Background: an optimization exercise with open tools, aiming at small area and a short achievable clock period. Do not read the settings as production practice.
In this exercise RTL edits were held to simulation tests only and were not proved equivalent to the original.
No activity file was given, so power comes from the tool's default toggle rates.

==> run a <==
Design sab, start of the top module:
module sab (
    input  wire        clk,
    input  wire        rst,         
    input  wire        ce,          
    input  wire        load,        
    input  wire        sub,         
    input  wire [13:0] a,
    input  wire [13:0] d,
    input  wire [13:0] b,
    input  wire [4:0]  ea,
    input  wire [4:0]  eb,
    input  wire        cfg_asign,
    input  wire        cfg_bsign,
    input  wire        cfg_preadd,
    input  wire        cfg_scaled,
    input  wire [5:0]  cfg_accexp,
    input  wire        cfg_accsat,
    input  wire [1:0]  cfg_ofmt,
    input  wire [5:0]  cfg_oshift,
    input  wire [1:0]  cfg_rmode,
    input  wire        cfg_osat,
    input  wire        cfg_osign,
    output reg  [41:0] out,
    output reg  [4:0]  oexp,
    output reg         satf,
    output reg         accov
);
    reg        c_as, c_bs, c_pre, c_sc, c_accsat, c_even, c_up, c_osat, c_osign;
    reg        c_f14, c_f28, c_f42;
    reg  [5:0] c_accexp, c_oshift;
    always @(posedge clk) begin
        c_as     <= cfg_scaled | cfg_asign;      
        c_bs     <= cfg_scaled | cfg_bsign;
        c_pre    <= cfg_preadd;
        c_sc     <= cfg_scaled;
        c_accsat <= cfg_accsat;
        c_even   <= (cfg_rmode == 2'b01);
        c_up     <= (cfg_rmode == 2'b10);
        c_osat   <= cfg_osat;
        c_osign  <= cfg_osign;
        c_f14    <= (cfg_ofmt == 2'b00);
        c_f28    <= (cfg_ofmt == 2'b01);
        c_f42    <= (cfg_ofmt == 2'b10);
        c_accexp <= cfg_accexp;
        c_oshift <= cfg_oshift;
    end
    wire [5:0] c_vw  = (c_f28 ? 6'd28 : c_f42 ? 6'd42 : 6'd14) + c_oshift;   
  ...
clock: 16.0 ns
lec_check: 0
abc_area: 1
cap_margin: 20
core_margin: 2
core_utilization: 55
place_density: 0.72
slew_margin: 20
standard.sh (not shown) runs the stock make flow with config.mk's settings and CLKGATE_MAP_FILE= SYNTH_SCRIPT=/design/flow/synth_recipe.tcl, a recipe that flattens the netlist after the stock synthesis.
==> flow/flow/run.sh <==
#!/bin/bash
set -euo pipefail
cd "$(dirname "$0")/.."
export SETUP_SLACK_MARGIN=${SETUP_SLACK_MARGIN_OVERRIDE:-11}
bash standard.sh > flow_make.log 2>&1
==> run b (differences from run a) <==
--- a/flow/design.v
+++ b/flow/design.v
@@ -58,12 +58,22 @@
     wire [5:0] c_au  = 6'd41 - c_oshift;
     wire c_near = c_even | c_up;
     wire [15:0] a_x   = {{2{c_as & a[13]}}, a};
     wire [15:0] d_x   = {{2{c_as & d[13]}}, d};
     wire [15:0] d_t   = c_pre ? (d_x ^ {16{sub}}) : 16'd0;
-    wire [16:0] pre_c = {a_x, 1'b1} + {d_t, c_pre & sub};    
-    wire [15:0] pre_w = pre_c[16:1];
+    wire        pre_ci = c_pre & sub;
+    wire [4:0] pre_w_b0 = {1'b0, a_x[3:0]} + {1'b0, d_t[3:0]} + {4'd0, pre_ci};
+    wire [4:0] pre_w_z1 = {1'b0, a_x[7:4]} + {1'b0, d_t[7:4]};
+    wire [4:0] pre_w_o1 = {1'b0, a_x[7:4]} + {1'b0, d_t[7:4]} + 5'd1;
+    wire [4:0] pre_w_b1 = pre_w_b0[4] ? pre_w_o1 : pre_w_z1;
+    wire [4:0] pre_w_z2 = {1'b0, a_x[11:8]} + {1'b0, d_t[11:8]};
+    wire [4:0] pre_w_o2 = {1'b0, a_x[11:8]} + {1'b0, d_t[11:8]} + 5'd1;
+    wire [4:0] pre_w_b2 = pre_w_b1[4] ? pre_w_o2 : pre_w_z2;
+    wire [4:0] pre_w_z3 = {1'b0, a_x[15:12]} + {1'b0, d_t[15:12]};
+    wire [4:0] pre_w_o3 = {1'b0, a_x[15:12]} + {1'b0, d_t[15:12]} + 5'd1;
+    wire [4:0] pre_w_b3 = pre_w_b2[4] ? pre_w_o3 : pre_w_z3;
+    wire [15:0] pre_w = {pre_w_b3[3:0], pre_w_b2[3:0], pre_w_b1[3:0], pre_w_b0[3:0]};
     reg         v0, v1, v2;
     always @(posedge clk) begin
         if (rst) begin
             v0 <= 1'b0; v1 <= 1'b0; v2 <= 1'b0;
         end else if (ce) begin
@@ -523,11 +533,11 @@
     wire        s_neg  = big ? alneg_q : sum[43];
     wire        ovf    = big | (sum[43:41] != 3'b000 && sum[43:41] != 3'b111);
     wire [41:0] acc_w  = (ovf & c_accsat) ? {s_neg, {41{~s_neg}}} : sum[41:0];
     wire        v_in   = c_sc ? v2 : v1;     
     always @(posedge clk) begin
-        if (rst | (ce & !v_in)) begin
+        if (rst | !v_in) begin           
             acc <= 42'd0; accov_q <= 1'b0;
         end else if (ce) begin
             acc     <= acc_w;
             accov_q <= ovf;
         end
@@ -741,11 +751,11 @@
     wire        sc_fit = c0_q | (uncl_q & !(adj_p & g31)) | f31;
     wire [4:0]  sc_exp = (adj_p & !g31) ? g0_q + 5'd1 : adj_m ? g0_q - 5'd1 : g0_q;
     wire [13:0] sc_m   = (adj_p & !g31) ? 14'd4096 : adj_m ? 14'h2000 : r[13:0];
     wire [13:0] sc_res = (sc_fit | ~c_osat) ? sc_m : (acc_d[41] ? 14'h2000 : 14'h1fff);
     always @(posedge clk) begin
-        if (rst | (ce & !v0)) begin
+        if (rst | !v0) begin             
             out <= 42'd0; oexp <= 5'd0; satf <= 1'b0; accov <= 1'b0;
         end else if (ce) begin
             if (c_sc) begin
                 out  <= {{28{sc_res[13]}}, sc_res};
                 oexp <= sc_exp;
--- a/flow/config.mk
+++ b/flow/config.mk
@@ -6,8 +6,8 @@
 export NUM_CORES = 4
 export LEC_CHECK = 0
 export ABC_AREA = 1
 export CAP_MARGIN = 20
 export CORE_MARGIN = 2
-export CORE_UTILIZATION = 55
-export PLACE_DENSITY = 0.72
+export CORE_UTILIZATION = 40
+export PLACE_DENSITY = 0.6
 export SLEW_MARGIN = 20
==> run_results.csv <==
group,metric,value,unit
synth,syn-num-nets,4890,
drt,drt-met1-wl,44.39,mm
run_status,outcome,"timing/DRC/antenna clean",
clocking,clkTransAtPathRegs,60,ps
final_layout,seq_share,21.43,%
placed_design,dp_slack,8947,ps
die,n_tap_cell,756,
final_layout,nNetsFinal,5015,
die,die_width,243.1,µm
final_layout,inverters,518,
timing,fmax,182.2,MHz
synth,synth_fa_ha_area_share,12.83,%
synth,synthSimpleGateAreaFrac,26.03,%
placed_design,hpwl,82.73,mm
final_layout,final_area,36650,µm²
pwr,internal_power,0.004531,W
synth,post_synth.cell_area_avg,6.926,µm²
synth,netlist_top_cells_count,"nand2_1 (934), inv_1 (486), nand3_1 (455)",
setup_path,reg2reg_setup_slack,10640,ps
[end of results for run a]
==> run_results.csv <==
group,metric,value,unit
run_status,outcome,"timing/DRC/antenna clean",
placed_design,dp_slack,9335,ps
clocking,clkTransAtPathRegs,70,ps
setup_path,reg2reg_setup_slack,10920,ps
pwr,internal_power,0.004833,W
synth,syn-num-nets,5055,
synth,synthSimpleGateAreaFrac,28.21,%
die,n_tap_cell,1060,
final_layout,final_area,37660,µm²
timing,fmax,196.7,MHz
synth,netlist_top_cells_count,"nand2_1 (1,072), inv_1 (500), nand3_1 (464)",
[end of results for run b]

## separate check: timing with driven ports
Ports are ideal in the flow. The routed layouts listed here were re-timed in OpenROAD. Step 1, drivers: a clkbuf_16 drives clk and a buf_2 each remaining input, both assumed. Step 2 also shifts input and output timing later by t, the mid clock arrival at the registers, as if the neighbouring blocks saw the same clock. Slacks: ideal / step 1 / step 2; pairs: ideal / step 1.
run	t (ns)	setup slack, ns	worst hold slack (ns)	worst slew at a driven data input, ns	cell pins on the clock port's net
run a	0.634	10.513 / 10.498 / 9.864	0.420 / 0.420 / 0.420	0.11	1
run b	0.638	10.917 / 10.917 / 10.399	0.448 / 0.448 / 0.448	0.13	1
After both steps setup and hold are still met in every run listed. For run a, which loses most, drivers alone change the setup slack by -0.015 ns; drivers and shift together by -0.649 ns.
